From an optimization exercise on the open Yosys and OpenROAD flow, aimed at small area; shortcuts taken in it are not production practice.
In this exercise RTL edits were held to simulation tests only and were not proved equivalent to the original.
The flow treats the clock pin as an ideal source, which a real chip does not have.
Power and IR drop assume default switching activity.

job 3442:
## jet_slot
module jet_slot (
    input  wire        clk,
    input  wire        rst,         
    input  wire        head,        
    input  wire        in_valid,    
    input  wire        end_set,     
    input  wire [63:0] insn,
    input  wire [31:0] tok_n,
    input  wire [31:0] tok_e,
    input  wire [31:0] tok_s,
    input  wire [31:0] tok_w,
    input  wire [31:0] k0,
    input  wire [31:0] k1,
    input  wire [31:0] k2,
    input  wire [31:0] k3,
    input  wire        carry_in,    
    output reg         res_valid,   
    output reg  [31:0] result,
    output reg         send_valid,  
    output reg         send_carry,
    output reg  [31:0] w0,
    output reg  [31:0] w1,
    output reg  [31:0] w2,
    output reg  [31:0] w3,
    output reg  [47:0] acc,
    output reg         c_flag,
    output reg         p_flag
);
    wire        f_v    = insn[63];
    wire [3:0]  grp    = insn[62:59];
    wire [2:0]  fn     = insn[57:55];    
    wire [1:0]  lane   = insn[54:53];
    wire        sgn    = insn[52];
    wire        sat    = insn[51];
    wire [1:0]  pred   = insn[50:49];
    wire        setf   = insn[48];
    wire [1:0]  chain  = insn[47:46];
    wire [3:0]  f_sa   = insn[45:42];
    wire [3:0]  f_sb   = insn[41:38];
    wire [3:0]  f_sc   = insn[37:34];
    wire [3:0]  dst    = insn[33:30];
    wire [7:0]  aux    = insn[23:16];
    wire [15:0] imm    = insn[15:0];
    wire g_em = grp[3];                           
    wire g_ar = ~grp[3] & (grp[2:0] == 3'd0);
    wire g_lg = ~grp[3] & (grp[2:0] == 3'd1);
    wire g_sh = ~grp[3] & (grp[2:0] == 3'd2);
    wire g_cp = ~grp[3] & (grp[2:0] == 3'd3);
    wire g_se = ~grp[3] & (grp[2:0] == 3'd4);
  ...
Size: about 540 I/O pins, about 46000 µm² of cells after synthesis.
clock: 30.0 ns
lec_check: 0
cap_margin: 20
core_margin: 2
core_utilization: 38
place_density: 0.5
slew_margin: 20
synth_hierarchical: 1
synth_minimum_keep_size: 0
standard.sh (not shown) runs the stock make flow with config.mk's settings and CLKGATE_MAP_FILE= SYNTH_SCRIPT=/design/flow/synth_recipe.tcl, a recipe that flattens the netlist after the stock synthesis.
==> flow/flow/run.sh <==
#!/bin/bash
# The standard layout with two changes: the smallest buffer (buf_1) on every
# port, and, after the floorplan, cells that synthesis sized up without need
# (slack to spare) set back to their smallest drive (flow/downsize.tcl).
set -euo pipefail
export BUFFER_PORTS_ARGS="-buffer_cell sky130_fd_sc_hd__buf_1"
R=orfs/results/$FLOW_PLATFORM/jet_slot/base
bash standard.sh floorplan > make_floorplan.log 2>&1
DZ_IN=$R/2_floorplan.odb DZ_OUT=$R/2_floorplan.odb DZ_SDC=$R/2_floorplan.sdc \
  DZ_MARGIN=2.0 DZ_FLOOR=3.0 openroad -no_init -exit flow/downsize.tcl > downsize.log 2>&1
bash standard.sh finish > make_finish.log 2>&1
Other scripts of this flow, unchanged in this note and not shown: flow/flow/downsize.tcl
Modified inputs, job 6802 compared to job 3442
Settings: a change of CORE_UTILIZATION from 38 to 42; a change of PLACE_DENSITY from 0.5 to 0.55.
## What came out
[compare] base=job 3442 new=job 6802: time the final worst path needs with I/O delays and setup climbed 110 ps, tapcell count dropped 198, relative contribution of the clock network to total power dropped 0.6 points, final core area utilization climbed 4.0 points, net load switching power barely changed. Post-layout instance area, job 6802 vs job 3442: down slightly. Total instance count after detailed placement for job 6802: 197 down relative to job 3442.
[inputs] job 6002 vs job 6802
Settings: setting MIN_ROUTING_LAYER to met2 for the first time.
==> comparison <==
- Job 6002: GRT-0116 in global routing -> run aborted
- In terms of number of buffers between clock root and the deepest sink, job 6002 and job 6802 differ only marginally.
- Total CTS buffers went up by more than 10% going from job 6802 to job 6002.
- Between job 6802 and job 6002, the overall die width does not differ in any meaningful way.

========
jet_slot, a different RTL version from the one above (not shown whole).
Size in the first run: roughly 5600 cells after synthesis, roughly 540 I/O pins, roughly 48000 sq um of cells after synthesis.
Settings: LEC_CHECK=0, CAP_MARGIN=20, CORE_MARGIN=2, CORE_UTILIZATION=45, PLACE_DENSITY=0.55, SLEW_MARGIN=20, SYNTH_HIERARCHICAL=1, SYNTH_MINIMUM_KEEP_SIZE=0; clock period 30.0 ns.
==> flow/flow/run.sh <==
#!/bin/bash
# The standard layout, with the smallest buffer (buf_1) on every port.
set -euo pipefail
export BUFFER_PORTS_ARGS="-buffer_cell sky130_fd_sc_hd__buf_1"
bash standard.sh > make.log 2>&1
The starting point finished with timing, DRC and antenna clean.
==> next run, changes <==
CAP_MARGIN = 10   (was 20)
CTS_BUF_LIST = sky130_fd_sc_hd__clkbuf_4 sky130_fd_sc_hd__clkbuf_8   (was default)
SLEW_MARGIN = 10   (was 20)
=> Wire length barely changes; total power is lower by 1.0%; count of clock-buffer cells in the layout increases by 29; cell count rose by 0.43%.

========
== lagoon ==
Another version of the RTL of jet_slot (not shown whole).
Size in the first run: ~4700 cells after synthesis, about 540 I/O pins.
clock: 30.0 ns
lec_check: 0
cap_margin: 20
core_area: 2 2 332.445 332.445
cts_cluster_diameter: 80
cts_cluster_size: 25
die_area: 0 0 334.445 334.445
place_density: 0.55
slew_margin: 20
synth_hierarchical: 1
synth_minimum_keep_size: 0
==> flow/flow/run.sh <==
#!/bin/bash
# The standard layout with these changes: the smallest buffer (buf_1) on every
# port; after the floorplan, cells that synthesis sized up without need (slack
# to spare) set back to their smallest drive (flow/downsize.tcl); after clock
# tree synthesis, the same again with the placement's wire estimates, and
# repair buffers with slack and slew to spare made buf_2 (flow/bufdown.tcl).
set -euo pipefail
export BUFFER_PORTS_ARGS="-buffer_cell sky130_fd_sc_hd__buf_1"
R=orfs/results/$FLOW_PLATFORM/jet_slot/base
bash standard.sh floorplan > make_floorplan.log 2>&1
DZ_IN=$R/2_floorplan.odb DZ_OUT=$R/2_floorplan.odb DZ_SDC=$R/2_floorplan.sdc \
  DZ_MARGIN=2.0 DZ_FLOOR=3.0 openroad -no_init -exit flow/downsize.tcl > downsize_floorplan.log 2>&1
bash standard.sh cts > make_cts.log 2>&1
DZ_IN=$R/4_cts.odb DZ_OUT=$R/4_cts.odb DZ_SDC=$R/4_cts.sdc DZ_MARGIN=1.5 DZ_FLOOR=2.0 \
  DZ_SLEW=0.9 openroad -no_init -exit flow/bufdown.tcl > bufdown_cts.log 2>&1
DZ_IN=$R/4_cts.odb DZ_OUT=$R/4_cts.odb DZ_SDC=$R/4_cts.sdc DZ_PLACED=1 \
  DZ_MARGIN=2.0 DZ_FLOOR=1.8 openroad -no_init -exit flow/downsize.tcl > downsize_cts.log 2>&1
bash standard.sh finish > make_finish.log 2>&1
==> flow/flow/bufdown.tcl <==
# Replaces buf_4, buf_6 and buf_8 by buf_2 where the output has slack (DZ_MARGIN ns)
# and slew (DZ_SLEW ns) to spare, keeping the worst setup slack at least DZ_FLOOR ns.
# env: DZ_IN, DZ_OUT (odb), DZ_SDC, DZ_MARGIN, DZ_FLOOR, DZ_SLEW
set plat $::env(FLOW_HOME)/platforms/sky130hd
read_liberty $plat/lib/sky130_fd_sc_hd__tt_025C_1v80.lib
read_db $::env(DZ_IN)
read_sdc $::env(DZ_SDC)
source $plat/setRC.tcl
set_propagated_clock [all_clocks]
estimate_parasitics -placement
set margin $::env(DZ_MARGIN)
set floor [expr {$::env(DZ_FLOOR) * 1e-9}]
set slewmax $::env(DZ_SLEW)
puts "worst slack before: [expr {[sta::worst_slack_cmd max] * 1e9}] ns"
report_check_types -max_slew -max_capacitance -violators
set b2 [get_lib_cells */sky130_fd_sc_hd__buf_2]
set n 0; set saved 0.0
foreach inst [get_cells *] {
  set m [get_property $inst ref_name]
  if {![regexp {^sky130_fd_sc_hd__buf_(4|6|8)$} $m]} continue
  set op [get_pins -of_objects $inst -filter "direction == output"]
  set sl [get_property $op slack_max]
  if {$sl eq "" || $sl < $margin} continue
  set oa [get_property [get_lib_cells */$m] area]
  replace_cell $inst $b2
  set sw [get_property $op slew_max]
  if {[sta::worst_slack_cmd max] < $floor || $sw > $slewmax} {
    replace_cell $inst [get_lib_cells */$m]
  } else { incr n; set saved [expr {$saved + $oa - 5.0048}] }
}
puts "replaced $n buffers, saved $saved um2"
puts "worst slack after: [expr {[sta::worst_slack_cmd max] * 1e9}] ns"
report_check_types -max_slew -max_capacitance -violators
if {[info exists ::env(DZ_OUT)]} { write_db $::env(DZ_OUT) }
==> flow/flow/downsize.tcl <==
# Downsizes combinational cells (not buffers, inverters, flip-flops or adders)
# whose output pins have slack above DZ_MARGIN ns to the smallest drive of the
# same function, keeping the design's worst setup slack at least DZ_FLOOR ns.
# env: DZ_IN, DZ_OUT (odb), DZ_SDC, DZ_MARGIN, DZ_FLOOR, DZ_PLACED (1: estimate
# placement parasitics first)
set plat $::env(FLOW_HOME)/platforms/sky130hd
read_liberty $plat/lib/sky130_fd_sc_hd__tt_025C_1v80.lib
read_db $::env(DZ_IN)
read_sdc $::env(DZ_SDC)
source $plat/setRC.tcl
if {[info exists ::env(DZ_PLACED)] && $::env(DZ_PLACED)} {
  set_propagated_clock [all_clocks]
  estimate_parasitics -placement
}
set margin $::env(DZ_MARGIN)
set floor [expr {$::env(DZ_FLOOR) * 1e-9}]
proc smallest {master} {
  if {![regexp {^(sky130_fd_sc_hd__[a-z0-9]+?)_(\d+)$} $master -> base drive]} { return "" }
  if {[regexp {__(buf|clkbuf|clkinv|inv|df|dlygate|clkdlybuf|dlymetal|conb|fa|ha|tap|fill|decap|diode|bufinv|bufbuf|sdf|edf)} $base]} { return "" }
  set best ""
  set ba 1e9
  foreach c [get_lib_cells */${base}_*] {
    set n [get_name $c]
    if {![regexp "^${base}_\\d+\$" $n]} { continue }
    if {[get_property $c dont_use]} { continue }
    set a [get_property $c area]
    if {$a < $ba} { set ba $a; set best $n }
  }
  if {$best eq $master} { return "" }
  return $best
}
puts "worst slack before: [expr {[sta::worst_slack_cmd max] * 1e9}] ns"
set saved 0.0
set n 0
set tried 0
foreach inst [get_cells *] {
  set m [get_property $inst ref_name]
  set s [smallest $m]
  if {$s eq ""} { continue }
  set worst 1e9
  foreach p [get_pins -of_objects $inst -filter "direction == output"] {
    set sl [get_property $p slack_max]
    if {$sl ne "" && $sl < $worst} { set worst $sl }
  }
  if {$worst < $margin} { continue }
  incr tried
  set oa [get_property [get_lib_cells */$m] area]
  set na [get_property [get_lib_cells */$s] area]
  replace_cell $inst [get_lib_cells */$s]
  if {[sta::worst_slack_cmd max] < $floor} {
    replace_cell $inst [get_lib_cells */$m]
  } else {
    set saved [expr {$saved + $oa - $na}]
    incr n
  }
}
puts "downsized $n of $tried cells tried, saved $saved um2"
puts "worst slack after: [expr {[sta::worst_slack_cmd max] * 1e9}] ns"
if {[info exists ::env(DZ_OUT)]} { write_db $::env(DZ_OUT) }
Here is what was changed in the inputs of sierra compared with lagoon.
# lagoon
export LEC_CHECK = 0
export CAP_MARGIN = 20
export CORE_AREA = 2 2 332.445 332.445
export CTS_CLUSTER_DIAMETER = 80
export CTS_CLUSTER_SIZE = 25
export DIE_AREA = 0 0 334.445 334.445
export PLACE_DENSITY = 0.55
export SLEW_MARGIN = 20
export SYNTH_HIERARCHICAL = 1
export SYNTH_MINIMUM_KEEP_SIZE = 0
create_clock -name core_clock -period 30.0 [get_ports {clk}]
# sierra
export LEC_CHECK = 0
export CAP_MARGIN = 20
export CORE_AREA = 2 2 332.445 332.445
export DIE_AREA = 0 0 334.445 334.445
export PLACE_DENSITY = 0.55
export SLEW_MARGIN = 20
export SYNTH_HIERARCHICAL = 1
export SYNTH_MINIMUM_KEEP_SIZE = 0
create_clock -name core_clock -period 30.0 [get_ports {clk}]
diff --git a/flow/flow/run.sh b/flow/flow/run.sh
--- a/flow/flow/run.sh
+++ b/flow/flow/run.sh
@@ -2 +2 @@
-# The standard layout with these changes: the smallest buffer (buf_1) on every
+# The standard layout with three changes: the smallest buffer (buf_1) on every
@@ -4,3 +4,2 @@
-# to spare) set back to their smallest drive (flow/downsize.tcl); after clock
-# tree synthesis, the same again with the placement's wire estimates, and
-# repair buffers with slack and slew to spare made buf_2 (flow/bufdown.tcl).
+# to spare) set back to their smallest drive (flow/downsize.tcl); and the same
+# again after clock tree synthesis, with the placement's wire estimates.
@@ -14,2 +12,0 @@
-DZ_IN=$R/4_cts.odb DZ_OUT=$R/4_cts.odb DZ_SDC=$R/4_cts.sdc DZ_MARGIN=1.5 DZ_FLOOR=2.0 \
-  DZ_SLEW=0.9 openroad -no_init -exit flow/bufdown.tcl > bufdown_cts.log 2>&1
removed: flow/flow/bufdown.tcl
==> results.txt <==
Cell count in sierra is 23 higher than in lagoon. Sort sierra and lagoon by part of the total power dissipated in combinational logic, ascending, and sierra comes first. Between lagoon and sierra, the combinational cell power does not differ in any meaningful way. sierra ends up with a post-route total power that is about 3.3% higher than in lagoon. [compare] base=lagoon new=sierra: global-route usage about even; via count shows no meaningful change; cell internal power dissipation picked up an extra about 7%.
Here is what was changed in the inputs of tundra compared with sierra.
# sierra
export LEC_CHECK = 0
export CAP_MARGIN = 20
export CORE_AREA = 2 2 332.445 332.445
export DIE_AREA = 0 0 334.445 334.445
export PLACE_DENSITY = 0.55
export SLEW_MARGIN = 20
export SYNTH_HIERARCHICAL = 1
export SYNTH_MINIMUM_KEEP_SIZE = 0
create_clock -name core_clock -period 30.0 [get_ports {clk}]
# tundra
export LEC_CHECK = 0
export CAP_MARGIN = 20
export CORE_AREA = 2 2 332.445 332.445
export CTS_CLUSTER_DIAMETER = 80
export CTS_CLUSTER_SIZE = 25
export DIE_AREA = 0 0 334.445 334.445
export PLACE_DENSITY = 0.55
export SLEW_MARGIN = 20
export SYNTH_HIERARCHICAL = 1
export SYNTH_MINIMUM_KEEP_SIZE = 0
create_clock -name core_clock -period 30.0 [get_ports {clk}]
diff --git a/flow/flow/run.sh b/flow/flow/run.sh
--- a/flow/flow/run.sh
+++ b/flow/flow/run.sh
@@ -2 +2 @@
-# The standard layout with three changes: the smallest buffer (buf_1) on every
+# The standard layout with these changes: the smallest buffer (buf_1) on every
@@ -4,2 +4,3 @@
-# to spare) set back to their smallest drive (flow/downsize.tcl); and the same
-# again after clock tree synthesis, with the placement's wire estimates.
+# to spare) set back to their smallest drive (flow/downsize.tcl); after clock
+# tree synthesis, the same again with the placement's wire estimates, and
+# repair buffers with slack and slew to spare made buf_2 (flow/bufdown.tcl).
@@ -12,0 +14,2 @@
+DZ_IN=$R/4_cts.odb DZ_OUT=$R/4_cts.odb DZ_SDC=$R/4_cts.sdc DZ_MARGIN=3.0 DZ_FLOOR=2.0 \
+  DZ_SLEW=0.9 openroad -no_init -exit flow/bufdown.tcl > bufdown_cts.log 2>&1
==> flow/flow/bufdown.tcl (new file) <==
# Replaces buf_4, buf_6 and buf_8 by buf_2 where the output has slack (DZ_MARGIN ns)
# and slew (DZ_SLEW ns) to spare, keeping the worst setup slack at least DZ_FLOOR ns.
# env: DZ_IN, DZ_OUT (odb), DZ_SDC, DZ_MARGIN, DZ_FLOOR, DZ_SLEW
set plat $::env(FLOW_HOME)/platforms/sky130hd
read_liberty $plat/lib/sky130_fd_sc_hd__tt_025C_1v80.lib
read_db $::env(DZ_IN)
read_sdc $::env(DZ_SDC)
source $plat/setRC.tcl
set_propagated_clock [all_clocks]
estimate_parasitics -placement
set margin $::env(DZ_MARGIN)
set floor [expr {$::env(DZ_FLOOR) * 1e-9}]
set slewmax $::env(DZ_SLEW)
puts "worst slack before: [expr {[sta::worst_slack_cmd max] * 1e9}] ns"
report_check_types -max_slew -max_capacitance -violators
set b2 [get_lib_cells */sky130_fd_sc_hd__buf_2]
set n 0; set saved 0.0
foreach inst [get_cells *] {
  set m [get_property $inst ref_name]
  if {![regexp {^sky130_fd_sc_hd__buf_(4|6|8)$} $m]} continue
  set op [get_pins -of_objects $inst -filter "direction == output"]
  set sl [get_property $op slack_max]
  if {$sl eq "" || $sl < $margin} continue
  set oa [get_property [get_lib_cells */$m] area]
  replace_cell $inst $b2
  set sw [get_property $op slew_max]
  if {[sta::worst_slack_cmd max] < $floor || $sw > $slewmax} {
    replace_cell $inst [get_lib_cells */$m]
  } else { incr n; set saved [expr {$saved + $oa - 5.0048}] }
}
puts "replaced $n buffers, saved $saved um2"
puts "worst slack after: [expr {[sta::worst_slack_cmd max] * 1e9}] ns"
report_check_types -max_slew -max_capacitance -violators
if {[info exists ::env(DZ_OUT)]} { write_db $::env(DZ_OUT) }
Summary of tundra over sierra: fraction of standard cell area that is sequential did not really move, power fell 0.072 mW, post-detailed-routing wire length comparable, final clock period utilization by the worst path has decreased. Every stage of the flow completed for tundra, and the final layout passed the timing, DRC and antenna checks. Overall global routing resource usage across tundra and sierra: no real change. Looking at tundra and sierra, the global-route wire length before repair is a wash.

==> port drivers added, routing unchanged <==
How much do the figures lean on ideal ports? The routed layouts below were timed once more, with nothing changed but the port constraints. Step 1 (the two cells are an assumption about what drives the block):
set clk [get_ports {clk}]
set_driving_cell -lib_cell sky130_fd_sc_hd__clkbuf_16 $clk
set_driving_cell -lib_cell sky130_fd_sc_hd__buf_2 [delete_from_list [all_inputs] $clk]
Step 2 moves the port delays by t, midway between the first and last clock arrival at a register: inputs arrive t later, outputs are due t later. That takes back most of the time a late clock gives input paths. Slacks: no drivers / after step 1 / after step 2; pairs: no drivers / after step 1.
run	t, ns	setup slack, ns	clock arrival spread, ns
job 3442	0.667	1.309 / 1.359 / 0.692	0.054 / 0.054
job 6802	0.667	1.201 / 1.256 / 0.589	0.046 / 0.046
the first run of note 2	0.680	2.050 / 1.954 / 1.273	0.016 / 0.015
the second run of note 2	0.757	2.126 / 2.051 / 1.294	0.034 / 0.034
lagoon	0.649	0.576 / 0.613 / -0.036	0.038 / 0.038
sierra	0.665	1.053 / 1.091 / 0.427	0.033 / 0.033
tundra	0.648	1.161 / 1.196 / 0.548	0.036 / 0.036
Met with ideal ports but missed after step 2: setup timing in lagoon. For the second run of note 2, which loses most, drivers alone change the setup slack by -0.075 ns; drivers and shift together by -0.832 ns.
